This design comes from an exercise in tuning for small area and a short achievable clock period on the open sky130 flow, not from production work. Only simulation tests tie the RTL to the original design; equivalence was not proved. No activity file was given, so power comes from the tool's default toggle rates.

## run 1
Design cic_decim, start of the top module:
module cic_decim (
    input  wire               clk,
    input  wire               rst,         
    input  wire               restart,     
    input  wire [2:0]         cfg_order,   
    input  wire [5:0]         cfg_shift,   
    input  wire [20:0]        cfg_ratio,   
    input  wire               in_valid,
    input  wire signed [23:0] in_data,
    input  wire               in_sat,
    output reg                out_valid,
    output reg  signed [23:0] out_data,
    output reg                out_sat
);
==> flow/config.mk <==
export PLATFORM = sky130hd
export DESIGN_NAME = cic_decim
export DESIGN_NICKNAME = cic_decim
export VERILOG_FILES = /design/flow/design.v
export SDC_FILE = /design/flow/constraint.sdc
export NUM_CORES = 4
export LEC_CHECK = 0
export CAP_MARGIN = 20
export CORE_MARGIN = 2
export CORE_UTILIZATION = 40
export CTS_CLUSTER_DIAMETER = 150
export CTS_CLUSTER_SIZE = 22
export SLEW_MARGIN = 20
==> flow/constraint.sdc <==
create_clock -name core_clock -period 16.5 [get_ports {clk}]
set_input_delay 3.3000 -clock core_clock [delete_from_list [all_inputs] [get_ports {clk}]]
set_output_delay 3.3000 -clock core_clock [all_outputs]
set_load 0.01 [all_outputs]
standard.sh (not shown) runs the stock make flow with config.mk's settings and CLKGATE_MAP_FILE= SYNTH_SCRIPT=/design/flow/synth_recipe.tcl, a recipe that flattens the netlist after the stock synthesis.
==> flow/flow/run.sh <==
#!/bin/bash
# The standard layout (the standard.sh: ORFS synthesis to final layout),
# with ORFS's timing repair aiming at a setup slack of 11.95 ns on the design's
# own clock and constraints, so that the layout is sized and buffered for a
# short achieved period. The make output goes to standard_make.log.
set -euo pipefail
bash standard.sh SETUP_SLACK_MARGIN=11.95 finish > standard_make.log 2>&1
Run 1 reached the end of the flow, and the finished layout is clean on the timing, DRC and antenna checks.
Input changes introduced in run 2 (baseline for comparison: run 1):
==> flow/flow/run.sh <==
#!/bin/bash
# The standard layout (the standard.sh: ORFS synthesis to final layout),
# with ORFS's timing repair aiming at a setup slack of 11.7 ns on the design's
# own clock and constraints, so that the layout is sized and buffered for a
# short achieved period. The make output goes to standard_make.log.
set -euo pipefail
bash standard.sh SETUP_SLACK_MARGIN=11.7 finish > standard_make.log 2>&1
[summary]
Comparing run 2 and run 1, the higher final hold slack is on run 1.
Run 1 → run 2: multi-input logic area fell by about 0.7%, fraction of cell area in non-clock buffers fell by 0.30 points, internal portion of total power fell by 18 uW, first-iteration DRC count fell by 237.
Side by side, normalized max-slew margin turned out higher in run 2 than in run 1.
The inputs of run 3 differ from those of run 2 as listed below.
==> flow/flow/run.sh <==
#!/bin/bash
# The standard layout (the standard.sh: ORFS synthesis to final layout),
# with ORFS's timing repair aiming at a setup slack of 11.55 ns on the design's
# own clock and constraints, so that the layout is sized and buffered for a
# short achieved period. The make output goes to standard_make.log.
set -euo pipefail
bash standard.sh SETUP_SLACK_MARGIN=11.55 finish > standard_make.log 2>&1
### Flow results
On met3 wirelength from detailed routing, run 3 tracks run 2 almost exactly.
Critical path capture point: out_data[13] -> run 3, tq[87] -> run 2
Area of all placed cells without fillers: run 3 vs run 2 — no meaningful difference
Run 3 vs run 2: critical path depth down
Taking run 2 as the reference point, the slack of the critical path of run 3 falls by 0.19 ns.
Fmax | run 3 vs run 2 | run 3 slower
Compared with run 2, run 3 shows a higher fraction of the cycle the final worst path needs.
> inputs changed (run 3 -> run 4)
==> flow/flow/run.sh <==
#!/bin/bash
# The standard layout (the standard.sh: ORFS synthesis to final layout),
# with ORFS's timing repair aiming at a setup slack of 12.05 ns on the design's
# own clock and constraints, so that the layout is sized and buffered for a
# short achieved period. The make output goes to standard_make.log.
set -euo pipefail
bash standard.sh SETUP_SLACK_MARGIN=12.05 finish > standard_make.log 2>&1
--- outcome ---
Fmax improves in run 4 relative to run 3.
Relative to run 3, worst setup slack increased by 0.41 ns in run 4.
Arrival time of data at the critical path endpoint ended up 0.41 ns lower on run 4 than on run 3.

* * *

== trial 38 ==
The RTL this note starts from:
==> flow/design.v <==
module cic_decim (
    input  wire               clk,
    input  wire               rst,         
    input  wire               restart,     
    input  wire [2:0]         cfg_order,   
    input  wire [5:0]         cfg_shift,   
    input  wire [20:0]        cfg_ratio,   
    input  wire               in_valid,
    input  wire signed [23:0] in_data,
    input  wire               in_sat,
    output reg                out_valid,
    output reg  signed [23:0] out_data,
    output reg                out_sat
);
    localparam W = 88;
    reg         clr_r, v_r, sat_r;
    reg  [23:0] x_r;
    reg  [2:0]  order_c;
    reg  [5:0]  shift_c;
    reg  [20:0] ratio_c;
    always @(posedge clk) begin
        clr_r <= rst | restart;
        v_r   <= in_valid;
        sat_r <= in_sat;
        x_r   <= in_data;
        if (rst | restart) begin
            order_c <= cfg_order;
            shift_c <= cfg_shift;
            ratio_c <= cfg_ratio;
        end
    end
    wire       bypass = (ratio_c == 21'd1);
    wire [2:0] n_eff  = bypass ? 3'd0 : order_c;
    wire [5:0] s_eff  = bypass ? 6'd0 : shift_c;
    wire [5:1] pass_now;           
    genvar gk;
    generate
        for (gk = 1; gk <= 5; gk = gk + 1) begin : g_pass
            assign pass_now[gk] = (n_eff < gk);
        end
    endgenerate
    reg  [5:1] cl_pass  [1:9];
    reg  [5:0] cl_shift [1:9];
    reg  [22:0] span;              
    integer d;
    always @(posedge clk) begin
        cl_pass[1]  <= pass_now;
        cl_shift[1] <= s_eff;
        for (d = 2; d <= 9; d = d + 1) begin
            cl_pass[d]  <= cl_pass[d-1];
            cl_shift[d] <= cl_shift[d-1];
        end
        span <= order_c * (ratio_c - 21'd1);
    end
    reg  [20:0] pcnt;       
    reg  [22:0] satcnt;     
    wire last_in = (pcnt == ratio_c);
    wire strobe0 = v_r & last_in;
    wire win_sat = sat_r | (satcnt != 23'd0);
    always @(posedge clk) begin
        if (clr_r) begin
            pcnt   <= 21'd1;
            satcnt <= 23'd0;
        end else if (v_r) begin
            pcnt <= last_in ? 21'd1 : pcnt + 21'd1;
            if (sat_r)
                satcnt <= span;
            else if (satcnt != 23'd0)
                satcnt <= satcnt - 23'd1;
        end
    end
    reg  [4:0] vd;
    reg  [8:0] cd;
    reg  [7:1] sb, ss;
    reg  [6:1] sf;
    reg        out_seen;    
    always @(posedge clk) begin
        vd <= {vd[3:0], v_r};
        cd <= {cd[7:0], clr_r};
        ss <= {ss[6:1], win_sat};
        sf <= {sf[5:1], ~out_seen};
        if (clr_r)        out_seen <= 1'b0;
        else if (strobe0) out_seen <= 1'b1;
        if (rst) sb <= 7'd0;
        else     sb <= {sb[6:1], strobe0};
    end
    wire [8:0] clr_d = {cd[7:0], clr_r};    
    wire [4:0] v_d   = {vd[3:0], v_r};
    wire [7:0] sb_d  = {sb, strobe0};        
    function is_last(input [5:1] pass, input integer k);
        is_last = ~pass[k] & ((k == 5) | pass[(k == 5) ? 5 : k + 1]);
    endfunction
    reg  [5:1] kill_r;
    always @(posedge clk) begin
        kill_r[1] <= rst | restart | pass_now[1] | (strobe0 & is_last(pass_now, 1));
        kill_r[2] <= clr_d[0] | cl_pass[1][2] | (sb_d[1] & is_last(cl_pass[1], 2));
        kill_r[3] <= clr_d[1] | cl_pass[2][3] | (sb_d[2] & is_last(cl_pass[2], 3));
        kill_r[4] <= clr_d[2] | cl_pass[3][4] | (sb_d[3] & is_last(cl_pass[3], 4));
        kill_r[5] <= clr_d[3] | cl_pass[4][5] | (sb_d[4] & is_last(cl_pass[4], 5));
    end
    reg  [W-1:0] integ [1:5];
    wire [W-1:0] x_ext = {{(W-24){x_r[23]}}, x_r};
    wire [W-1:0] isum  [1:5];
    generate
        for (gk = 1; gk <= 5; gk = gk + 1) begin : g_int
            wire kill = kill_r[gk];
            wire [W-1:0] fb  = kill ? {W{1'b0}} : integ[gk];
            wire [W-1:0] src = (gk == 1) ? x_ext : integ[gk-1];
            wire [W-1:0] add = v_d[gk-1] ? src : {W{1'b0}};
            bk_add #(.N(W)) u_add (.a(fb), .b(add), .ci(1'b0), .s(isum[gk]));
            always @(posedge clk) integ[gk] <= isum[gk];
        end
    endgenerate
    reg  [W-1:0] dly2, dly3, dly4, dly5;
    reg  [W-1:0] tq;
    reg ph_b, e2, e3, e4, e5, ld2, ld3, ld4, ld5;
    wire phb_nx = sb[5] & ~cl_pass[6][1];
    always @(posedge clk) begin
        ph_b <= phb_nx;
        e2   <= ~phb_nx & ~cl_pass[5][2] & ~sf[4];
        e3   <= ~phb_nx & ~cl_pass[5][3] & ~sf[4];
        e4   <=  phb_nx & ~cl_pass[6][4] & ~sf[5];
        e5   <=  phb_nx & ~cl_pass[6][5] & ~sf[5];
        ld2  <= sb[4] & ~cl_pass[5][2];
        ld3  <= sb[4] & ~cl_pass[5][3];
        ld4  <= phb_nx & ~cl_pass[6][4];
        ld5  <= phb_nx & ~cl_pass[6][5];
    end
    wire [W-1:0] xa = ph_b ? tq : integ[5];
    wire [W-1:0] xb = ({W{e2}} & dly2) | ({W{e4}} & dly4);
    wire [W-1:0] yb = ({W{e3}} & dly3) | ({W{e5}} & dly5);
    wire [W-1:0] cx, cy;
    bk_add #(.N(W)) u_cx (.a(xa), .b(~xb), .ci(1'b1), .s(cx));
    wire [W-1:0] nxb = ~xb, nyb = ~yb;
    wire [W-1:0] cs_s = xa ^ nxb ^ nyb;
    wire [W-1:0] cs_m = (xa & nxb) | (xa & nyb) | (nxb & nyb);
    bk_add #(.N(W)) u_cy (.a(cs_s), .b({cs_m[W-2:0], 1'b1}), .ci(1'b1), .s(cy));
    always @(posedge clk) begin
        tq <= cy;
        if (ld2) dly2 <= integ[5];
        if (ld3) dly3 <= cx;
        if (ld4) dly4 <= tq;
        if (ld5) dly5 <= cx;
    end
    reg         o_val, o_sat;
    reg  [5:0]  sh;
    wire        byp_nx = sb[5] & cl_pass[6][1];
    always @(posedge clk) begin
        o_val <= ~rst & (byp_nx | (sb[6] & ~cl_pass[7][1]));
        o_sat <= byp_nx ? ss[5] : ss[6];
        sh    <= byp_nx ? 6'd0 : cl_shift[7];
    end
    wire [W-1:0] yv = tq;
    wire [W:0] z0 = {yv, 1'b0};
    wire [W:0] z1 = sh[5] ? {32'd0, z0[W:32]} : z0;
    wire       s1 = sh[5] & (|z0[31:0]);
    wire [W:0] z2 = sh[4] ? {16'd0, z1[W:16]} : z1;
    wire       s2 = s1 | (sh[4] & (|z1[15:0]));
    wire [W:0] z3 = sh[3] ? {8'd0, z2[W:8]} : z2;
    wire       s3 = s2 | (sh[3] & (|z2[7:0]));
    wire [W:0] z4 = sh[2] ? {4'd0, z3[W:4]} : z3;
    wire       s4 = s3 | (sh[2] & (|z3[3:0]));
    wire [W:0] z5 = sh[1] ? {2'd0, z4[W:2]} : z4;
    wire       s5 = s4 | (sh[1] & (|z4[1:0]));
    wire [W:0] z6 = sh[0] ? {1'd0, z5[W:1]} : z5;
    wire       sticky = s5 | (sh[0] & z5[0]);
    wire [23:0] qf    = z6[24:1];           
    wire        guard = z6[0];
    wire        sign  = yv[W-1];
    reg  [62:0] hi_mask;
    integer i;
    always @(*) begin
        for (i = 0; i < 63; i = i + 1)
            hi_mask[i] = (i >= sh);
    end
    wire hi_ne  = |((yv[W-2:24] ^ {63{sign}}) & hi_mask);
    wire rup    = guard & (sticky | qf[0]);
    wire lo_ones = &qf[22:0];
    wire sat_hi = ~sign & (hi_ne | qf[23] | (lo_ones & rup));
    wire sat_lo =  sign & (hi_ne | (~qf[23] & ~(lo_ones & rup)));
    wire [23:0] qr = qf + {23'd0, rup};
    always @(posedge clk) begin
        if (rst) begin
            out_valid <= 1'b0;
            out_data  <= 24'sd0;
            out_sat   <= 1'b0;
        end else begin
            out_valid <= o_val;
            if (o_val) begin
                if (sat_hi) begin
                    out_data <= 24'h7fffff;
                    out_sat  <= 1'b1;
                end else if (sat_lo) begin
                    out_data <= 24'h800000;
                    out_sat  <= 1'b1;
                end else begin
                    out_data <= qr;
                    out_sat  <= o_sat;
                end
            end
        end
    end
endmodule
module bk_add #(parameter N = 88) (
    input  wire [N-1:0] a,
    input  wire [N-1:0] b,
    input  wire         ci,
    output wire [N-1:0] s
);
    localparam L = (N > 64) ? 7 : (N > 32) ? 6 : (N > 16) ? 5 : (N > 8) ? 4 : (N > 4) ? 3 : (N > 2) ? 2 : 1;
    wire [N-1:0] p = a ^ b;
    wire [N-1:0] g0 = (a & b);
    wire [N-1:0] gl [0:L];
    wire [N-1:0] pl [0:L];
    assign gl[0] = {g0[N-1:1], g0[0] | (p[0] & ci)};
    assign pl[0] = p;
    genvar l, j;
    generate
        for (l = 0; l < L; l = l + 1) begin : g_lv
            for (j = 0; j < N; j = j + 1) begin : g_b
                if ((j >> l) % 2 == 1) begin : g_n
                    assign gl[l+1][j] = gl[l][j] | (pl[l][j] & gl[l][((j >> l) << l) - 1]);
                    assign pl[l+1][j] = pl[l][j] & pl[l][((j >> l) << l) - 1];
                end else begin : g_p
                    assign gl[l+1][j] = gl[l][j];
                    assign pl[l+1][j] = pl[l][j];
                end
            end
        end
    endgenerate
    wire [N-1:0] c = gl[L];               
    assign s = p ^ {c[N-2:0], ci};
endmodule
Settings: LEC_CHECK=0, CAP_MARGIN=20, CORE_MARGIN=2, CORE_UTILIZATION=40, CTS_CLUSTER_DIAMETER=150, CTS_CLUSTER_SIZE=22, SETUP_SLACK_MARGIN=5, SLEW_MARGIN=20; clock period 16.5 ns.
run.sh (not shown) runs the stock make flow with config.mk's settings and CLKGATE_MAP_FILE= SYNTH_SCRIPT=/design/flow/synth_recipe.tcl, a recipe that flattens the netlist after the stock synthesis.
Stock flow here: none of the scripts above is used.
What trial 54 does differently from trial 38 at the input level:
==> flow/flow/run.sh (new file) <==
#!/bin/bash
# The standard layout (the standard.sh: ORFS synthesis to final layout),
# with ORFS's timing repair aiming at a setup slack of 11.9 ns on the design's
# own clock and constraints, so that the layout is sized and buffered for a
# short achieved period. The make output goes to standard_make.log.
set -euo pipefail
bash standard.sh SETUP_SLACK_MARGIN=11.9 finish > standard_make.log 2>&1
==> flow/standard.sh (new file) <==
#!/bin/bash
# synth_recipe.tcl (not shown) runs the flow's synth.tcl, then flattens the netlist and writes it again
# the make line also repeats each setting of config.mk as NAME=value (left out here)
make -C /OpenROAD-flow-scripts/flow DESIGN_CONFIG=/design/flow/config.mk WORK_HOME=/design/flow/orfs CLKGATE_MAP_FILE= SYNTH_SCRIPT=/design/flow/synth_recipe.tcl "${@:-finish}"
diff --git a/flow/config.mk b/flow/config.mk
--- a/flow/config.mk
+++ b/flow/config.mk
@@ -13 +12,0 @@
-export SETUP_SLACK_MARGIN = 5
removed: flow/run.sh
Notes after the runs:
Core area delta (trial 38 -> trial 54): insignificant. Number of antenna violations at the first check in global routing: higher on trial 54. In trial 54 the buffering stage count on the worst path with inverters included turned out 4 higher than in trial 38. Compared with trial 38, trial 54 shows final area higher by 2700 um^2.

==> afterwards: timing with drivers on the ports <==
The results above use ideal ports. As a check the final layouts listed here were re-extracted and re-timed, cells and wires unchanged. Step 1 assumes that a clkbuf_16 drives the clock port and a buf_2 every other input. Step 2 adds t to the input delays and takes it off the output delays; t is the mean of the earliest and latest rising clock arrival at the registers after step 1. Input paths then give back, and output paths get back, about the clock's delay inside the block. Three values: ideal, step 1, step 2; two values: the first two.
run | t (ns) | setup WS [ns] | worst hold slack (ns) | clock arrival spread, ns | slew at the worst register clock pin (ns)
run 1 | 0.792 | 12.009 / 11.930 / 11.356 | 0.319 / 0.319 / 0.319 | 0.035 / 0.035 | 0.10 / 0.10
run 2 | 0.786 | 11.805 / 11.740 / 11.327 | 0.314 / 0.314 / 0.314 | 0.061 / 0.062 | 0.11 / 0.11
run 3 | 0.784 | 11.611 / 11.534 / 11.323 | 0.315 / 0.315 / 0.315 | 0.063 / 0.063 | 0.11 / 0.11
run 4 | 0.788 | 12.019 / 11.943 / 11.562 | 0.327 / 0.327 / 0.327 | 0.044 / 0.044 | 0.10 / 0.10
trial 38 | 0.814 | 10.082 / 10.082 / 10.082 | 0.321 / 0.321 / 0.321 | 0.078 / 0.078 | 0.11 / 0.11
trial 54 | 0.801 | 11.886 / 11.886 / 11.377 | 0.321 / 0.321 / 0.321 | 0.029 / 0.029 | 0.10 / 0.10
After both steps every run listed still meets setup and hold. For run 1, which loses most, drivers alone change the setup slack by -0.079 ns; drivers and shift together by -0.653 ns.
